What follows belongs to an exercise in optimizing a design on an open flow for small area; a production flow would make more cautious choices. The RTL was checked by simulation tests, not by an equivalence proof against the original design. Power is estimated from default activity; no workload was simulated.

===== flow/design.v =====
module apg_counter (
    input  wire [23:0] v,       
    input  wire [2:0]  act,     
    input  wire [23:0] vmax,    
    output reg  [23:0] v_next,
    output reg         wrap
);
    always @(*) begin
        v_next = v;
        wrap   = 1'b0;
        case (act)
            3'd1: begin
                if (v >= vmax) begin
                    v_next = 24'd0;
                    wrap   = 1'b1;
                end else begin
                    v_next = v + 24'd1;
                end
            end
            3'd2: begin
                if (v == 24'd0 || v > vmax) begin
                    v_next = vmax;
                    wrap   = 1'b1;
                end else begin
                    v_next = v - 24'd1;
                end
            end
            3'd3: v_next = 24'd0;
            3'd4: v_next = vmax;
            default: v_next = v;
        endcase
    end
endmodule
module apg (
    input  wire        clk,
    input  wire        rst,         
    input  wire        launch,      
    input  wire        vec,         
    input  wire        ld,          
    input  wire [4:0]  ld_idx,      
    input  wire [23:0] ld_data,     
    input  wire        op_en,       
    input  wire        op_adv,      
    input  wire [7:0]  op_code,     
    output wire [15:0] lanes,       
    output wire [47:0] sa,          
    output wire [15:0] data         
);
    reg [23:0]  x, y, xmax, ymax;
    reg [1:0]   bg;                 
    reg         inv;                
    reg [3:0]   width;              
    reg [15:0]  seed;               
    reg [7:0]   defop;              
    reg [287:0] scr;                
    reg [111:0] map;                
    wire [7:0]  op = op_adv ? defop : op_code;
    wire [23:0] x_next, y_next;
    wire        x_wrap, y_wrap;
    apg_counter u_xctr (.v(x), .act(op[2:0]), .vmax(xmax), .v_next(x_next), .wrap(x_wrap));
    apg_counter u_yctr (.v(y), .act(op[5:3]), .vmax(ymax), .v_next(y_next), .wrap(y_wrap));
    wire ld_x = ld && ld_idx == 5'h00;
    wire ld_y = ld && ld_idx == 5'h01;
    wire x_step = op_en && !ld_x;
    wire y_step = op_en && !ld_y && (!op[6] || (x_wrap && !ld_x));
    always @(posedge clk) begin
        if (rst) begin
            x     <= 24'h000000;
            y     <= 24'h000000;
            xmax  <= 24'hFFFFFF;
            ymax  <= 24'hFFFFFF;
            bg    <= 2'd0;
            inv   <= 1'b0;
            width <= 4'hF;
            seed  <= 16'h0000;
            defop <= 8'h00;
        end else if (launch) begin
            x   <= 24'h000000;
            y   <= 24'h000000;
            inv <= 1'b0;
        end else if (vec) begin
            if (x_step)
                x <= x_next;
            if (y_step)
                y <= y_next;
            if (op_en && op[7])
                inv <= ~inv;
            if (ld) begin
                case (ld_idx)
                    5'h00: x     <= ld_data;
                    5'h01: y     <= ld_data;
                    5'h02: xmax  <= ld_data;
                    5'h03: ymax  <= ld_data;
                    5'h05: begin
                        bg    <= ld_data[1:0];
                        inv   <= ld_data[2];
                        width <= ld_data[7:4];
                    end
                    5'h06: seed  <= ld_data[15:0];
                    5'h07: defop <= ld_data[7:0];
                    default: ;
                endcase
            end
        end
    end
    wire ld_any = !launch && vec && ld;
    genvar k;
    generate
        for (k = 0; k < 12; k = k + 1) begin : g_scr_reg
            always @(posedge clk) begin
                if (rst)
                    scr[24*k +: 24] <= (4*k) | ((4*k+1) << 6) | ((4*k+2) << 12) | ((4*k+3) << 18);   
                else if (ld_any && ld_idx == 5'h08 + k)
                    scr[24*k +: 24] <= ld_data;
            end
        end
        for (k = 0; k < 5; k = k + 1) begin : g_map_reg
            always @(posedge clk) begin
                if (rst)
                    map[21*k +: 21] <= {7'd64, 7'd64, 7'd64};                       
                else if (ld_any && ld_idx == 5'h18 + k)
                    map[21*k +: 21] <= ld_data[20:0];
            end
        end
    endgenerate
    always @(posedge clk) begin
        if (rst)
            map[105 +: 7] <= 7'd64;
        else if (ld_any && ld_idx == 5'h1D)
            map[105 +: 7] <= ld_data[6:0];
    end
    wire [47:0] addr = {y, x};      
    generate
        for (k = 0; k < 48; k = k + 1) begin : g_scr
            wire [5:0] e = scr[6*k +: 6];
            assign sa[k] = (e < 6'd48) ? addr[e] : 1'b0;
        end
    endgenerate
    reg        b;
    always @(*) begin
        case (bg)
            2'd0: b = 1'b0;             
            2'd1: b = x[0] ^ y[0];      
            2'd2: b = y[0];             
            default: b = x[0];          
        endcase
    end
    wire [16:0] mask = (17'd1 << (width + 5'd1)) - 17'd1;
    assign data = (seed ^ {16{b}} ^ {16{inv}}) & mask[15:0];
    generate
        for (k = 0; k < 16; k = k + 1) begin : g_lane
            wire [6:0] s = map[7*k +: 7];
            assign lanes[k] = (s < 7'd48) ? sa[s[5:0]] :
                              (s < 7'd64) ? data[s[3:0]] :
                              (s == 7'd65);
        end
    endgenerate
endmodule

===== flow/run.sh =====
#!/bin/bash
# synth_recipe.tcl (not shown) runs the flow's synth.tcl, then flattens the netlist and writes it again
# the make line also repeats each setting of config.mk as NAME=value (left out here)
make -C /OpenROAD-flow-scripts/flow DESIGN_CONFIG=/design/flow/config.mk WORK_HOME=/design/flow/orfs CLKGATE_MAP_FILE= SYNTH_SCRIPT=/design/flow/synth_recipe.tcl finish

===== flow/config.mk =====
export PLATFORM = sky130hd
export DESIGN_NAME = apg
export DESIGN_NICKNAME = apg
export VERILOG_FILES = /design/flow/design.v
export SDC_FILE = /design/flow/constraint.sdc
export NUM_CORES = 4
export LEC_CHECK = 0
export CAP_MARGIN = 20
export CORE_MARGIN = 2
export CORE_UTILIZATION = 40
export SETUP_SLACK_MARGIN = 0.2
export SLEW_MARGIN = 20

===== flow/constraint.sdc =====
create_clock -name core_clock -period 7.5 [get_ports {clk}]
set_input_delay 1.5000 -clock core_clock [delete_from_list [all_inputs] [get_ports {clk}]]
set_output_delay 1.5000 -clock core_clock [all_outputs]
set_load 0.01 [all_outputs]

==> results.txt <==
[layout make-up]
type / count / area share [%]
antenna: 8 / 0.0336
inverter: 171 / 1.08
clock inverter: 31 / 0.805
clock buffer: 89 / 3.14
sequential: 527 / 17.9
tap: 1781 / 3.74
multi-input combinational: 4636 / 67.2
timing repair buffer: 444 / 6.19
[cells by family (layout without fill, tap and decap cells)]
logic type / count (synthesis) / count (layout)
other cells: 1 / 9
flops: 527 / 527
compound gates: 1244 / 1244
mux: 1055 / 1055
buf+inv: 1047 / 735
fa+ha+maj: 55 / 55
xor+xnor: 65 / 65
simple gates: 2216 / 2216
[stage by stage]
| stage | area, um^2 | hold WS [ns] |
|---|---|---|
| floorplan | 54300 | 0.431 |
| global placement | 57000 | 0.435 |
| detailed placement | 57100 | 0.444 |
| CTS | 59400 | 0.454 |
| global route | 59500 | 0.462 |
| finish | 59600 | 0.451 |
[final timing paths]
| path | startpoint | end | cells past startpoint |
|---|---|---|---|
| worst min register to register | map[21] | map[21] | 2 |
| worst min-delay path | map[21] | map[21] | 2 |
| worst max register to register | x[2] | y[8] | 10 |
| worst max-delay path | x[10] | lanes[14] | 13 |
[power by group through the flow]
stage | Combinational, W | Clock [W] | Sequential, W
after floorplan | 0.000584 | 0 | 0.00289
after CTS | 0.000967 | 0.00360 | 0.00290
after global routing | 0.00103 | 0.00369 | 0.00290
final | 0.00102 | 0.00359 | 0.00291
after detailed placement | 0.000964 | 0 | 0.00296
after global placement | 0.000959 | 0 | 0.00296
[Yosys cell counts, drive strengths merged (38+ instances only)]
cell / n / area (um^2)
inv: 164 / 616
nand3: 130 / 651
o211ai: 50 / 375
a21oi: 404 / 2020
clkbuf: 723 / 2710
nor2b: 90 / 563
a211o: 76 / 666
o21ai: 123 / 616
ha: 55 / 688
nor2: 347 / 1300
dfxtp: 527 / 10600
nand4: 46 / 288
a22oi: 102 / 766
a211oi: 42 / 315
nand2b: 50 / 313
mux2i: 317 / 3170
buf: 153 / 649
a31oi: 38 / 238
o221ai: 71 / 622
o22ai: 49 / 307
and3: 39 / 244
mux2: 52 / 586
nand3b: 178 / 1340
mux4: 686 / 15500
nor3: 83 / 415
nand2: 1039 / 3900
[routing by layer]
layer  track usage (%)  part of all wire (%)  vias up
met5                 0                 0.013        -
met4              25.2                   8.3        4
met3              11.5                    15     1124
met2              50.8                    41     4725
met1              46.7                    36    27000
li1                  -                     -    22500
[registers in the layout, indices dropped and copies added (netlist names)]
register and count:
scr 288, ymax 24, defop 8, xmax 24, bg 2, inv 1, seed 16, width 4
map 112, y 24, x 24
[placed cells by master (no fill, tap or decap), types with 44 or more instances in the layout]
cell                              Yosys  layout
sky130_fd_sc_hd__inv_1              162     162
sky130_fd_sc_hd__a21oi_1            404     404
sky130_fd_sc_hd__nand2b_1            50      50
sky130_fd_sc_hd__nor2b_1             90      90
sky130_fd_sc_hd__o211ai_1            50      50
sky130_fd_sc_hd__a22oi_1            102     102
sky130_fd_sc_hd__buf_4                5     307
sky130_fd_sc_hd__dfxtp_1            527     475
sky130_fd_sc_hd__nand3b_1           178     178
sky130_fd_sc_hd__a211o_1             76      75
sky130_fd_sc_hd__nor2_1             347     336
sky130_fd_sc_hd__o22ai_1             49      48
sky130_fd_sc_hd__o21ai_0            118     115
sky130_fd_sc_hd__o221ai_1            71      70
sky130_fd_sc_hd__clkdlybuf4s50_1      0     100
sky130_fd_sc_hd__ha_1                55      55
sky130_fd_sc_hd__mux2_2              52      52
sky130_fd_sc_hd__nand3_1            130     127
sky130_fd_sc_hd__nand2_1           1038    1036
sky130_fd_sc_hd__mux4_2             678     678
sky130_fd_sc_hd__dfxtp_2              0      44
sky130_fd_sc_hd__clkbuf_16            0      68
sky130_fd_sc_hd__nor3_1              83      82
sky130_fd_sc_hd__nand4_1             46      46
sky130_fd_sc_hd__mux2i_1            317     317
[repair_timing]
action / in CTS / in global routing
pin swaps: 0 / 0
setup endpoints to repair: 2 / 5
gates resized for setup: 2 / 11
hold buffers: 0 / 0
setup buffers: 0 / 0
[worst register-to-register path, cell delays in order, from the launching register on]
cell	delay (ns)
sky130_fd_sc_hd__dfxtp_2	0.51
sky130_fd_sc_hd__buf_4	0.31
sky130_fd_sc_hd__buf_4	0.21
sky130_fd_sc_hd__or4_1	0.62
sky130_fd_sc_hd__nor3_1	0.55
sky130_fd_sc_hd__nand3_1	0.16
sky130_fd_sc_hd__and4_1	0.31
sky130_fd_sc_hd__nor4_1	0.48
sky130_fd_sc_hd__o31a_1	0.90
sky130_fd_sc_hd__o221ai_1	0.26
sky130_fd_sc_hd__nor2_1	0.28
==> summary.md <==
| Metric | Value |
|---|---|
| Outcome | complete, no violations |
| Cell at the root of the clock tree | sky130_fd_sc_hd__clkbuf_16 |
| DRC violation count after routing | 0 |
| Post-DP HPWL | 163000 um |
| Yosys synthesis warning count | 2 |
| Worst min path class | flip-flop to flip-flop |
| Clock network fraction of total power | 47.8% |
| Flops & latches, synth | 527 |
| Storage element area | 0.0106 mm^2 |
| Slew at the pin closest to its max-slew limit | 1.27 ns |
| Die span in x | 373 um |
| Count of routing violations after the opening detailed-route iteration | 9673 |
| Most used DFF post-synth | sky130_fd_sc_hd__dfxtp_1 |
| Global Route Usage Sum | 36.1% |
| Number of buffer and inverter stages on the critical path | 3 |
| Gate Count Post-Synth | 6210 |
| Vias | 55400 |
| # nets final | 5946 |
| Antenna violations before repair | 11 |
| Register-to-register path setup slack | 2.80 ns |
| Portion of netlist area occupied by mux cells | 35.4% |
| Cell internal pwr | 0.00529 W |
| Xor/xnor share of the synthesized area | 1.43% |
| Critical Path, Cell by Cell | buf_4 > mux4_2 > mux2i_1 > a2111oi_0 > a211o_1 > buf_4 > nor2_1 > a211oi_1 > a2111oi_0 > a211oi_1 > o21ai_0 > a22oi_1 > clkdlybuf4s50_1 |
| Number of levels the H-tree was split into | 3 |
| Die ar. | 0.139 mm^2 |
| Largest buffer count on any clock path | 3 |
| Sequential element share of the synthesized area | 19.4% |
| Final std cells w/o fill | 7687 |
| Count of endpoints failing hold in the final timing report | 0 |
| Routed vias/inst | 7.20 |
| Per-cell routed wire length | 33.4 um |
| Number of antenna-violating nets in the routed design | 0 |
| Place WS | 0.829 ns |
| Worst-path cell with the longest stage delay | sky130_fd_sc_hd__dfxtp_2 |
| Total negative setup slack | 0 ns |
| Proportion of register bits with asynchronous set or reset after synthesis | 0% |
| Worst relative slew slack | 15.1% |
| Number of global-route vias before repair | 51500 |
| FILL cells | 13000 |
| Largest net degree at the start of global routing | 148 |
| Basic-gate share of the synthesized area counting and, or, nand and nor cells | 19.5% |
| Setup Skew | 0.0472 ns |
| Power share of the sequential group | 38.7% |
| Arrival time reported for the critical path endpoint | 5.83 ns |
| Startpoint Class | flip-flop |
| Kind of end point of the critical path | output pin |
| Post-route clock period utilization | 97.7% |
| Setup repair after global routing missed its margin | yes |
| Number of nets produced by synthesis | 6309 |
| Number of enable flip-flop cells after synthesis | 0 |
| Clock tree from TritonCTS | built |
| Leakage power | 21.2 nW |
| Adder and majority cell fraction of the synthesized area | 1.27% |
| First-pass iteration count of the detailed router | 7 |
| Final core occ | 44.1% |
| Tot Pwr | 0.00751 W |
| Placed Cells incl. Taps | 7555 |
| Switching power | 0.00222 W |
| Initial standard-cell utilization of the core | 40.2% |
| Combined area of the multi-input logic cells | 0.0400 mm^2 |
| Relative contribution of combinational cells to total power | 13.5% |
| Clock-pin slew of the registers on the worst-case setup and hold paths | 0.06 ns |
| Sink count of the clock tree | 527 |
| Layout area overhead | 9.64% |
| Standard cell core area | 0.135 mm^2 |
| Cell variety after synth | 93 |
| Maximum fanout along the worst path | 35 |
| Fin crit period | 7.33 ns |
| Main combinational cell family by area after synthesis | multiplexers |
| Ratio of total power to cell area | 126 mW/mm^2 |
| Setup-failing EPs final | 0 |
| Number of max-cap violations | 0 |
| Post-synthesis compound-gate area fraction | 15.6% |
| Vertical extent of the die | 373 um |
| Count of buffers inserted at the top-level ports | 123 |
| Switching portion of total power | 29.6% |
| Crit Path Category | flip-flop to output pin |
| Routed wire length | 257000 um |
| GRT Residual Overflow | 0 |
| Required time of the critical path | 6.00 ns |
| Number of rows created at floorplan | 135 |
| CTS buffer count | 67 |
| Average cell area after synthesis | 8.75 um^2 |
| Wire length of the first global-routing pass | 367000 um |
| Slew Viols, Final | 0 |
| Source-to-sink clock delay at the later pin of the worst-skew pair | 0.70 ns |
| Smallest setup slack after layout | 0.170 ns |
| Maximum vdd ir drop | 0.179 mV |
| Fraction of final layout cells with drive strength greater than 1 | 22.3% |
| Maximum clock frequency | 136 MHz |
| Mapped Area | 0.0543 mm^2 |
| I/O pin count | 124 |
| Category of cells accounting for the largest share of critical-path delay | compound AO/OA/AOI/OAI gates |
| Delay of the slowest cell on the worst path | 0.90 ns |
| Weighted congestion at the end of routability-driven global placement | 1.01 |

port drivers added, routing unchanged:
The flow's constraints put no driver on any port. The routed layout listed below was extracted and timed again, unchanged, in two steps.
Step 1 (the two cells are an assumption about what drives the block):
set clk [get_ports {clk}]
set_driving_cell -lib_cell sky130_fd_sc_hd__clkbuf_16 $clk
set_driving_cell -lib_cell sky130_fd_sc_hd__buf_2 [delete_from_list [all_inputs] $clk]
Step 2 adds t to the input delays and takes it off the output delays; t is the mean of the earliest and latest rising clock arrival at the registers after step 1. Input paths then give back, and output paths get back, about the clock's delay inside the block.
Three values: no drivers, after step 1, after step 2; two values: the first two.
t, ns: 0.758
setup WS [ns]: 0.170 / 0.091 / 0.849
hold WS [ns]: 0.451 / 0.451 / 0.451
After both steps this run still meets setup and hold. For this run, drivers alone change the setup slack by -0.079 ns; drivers and shift together by +0.679 ns.
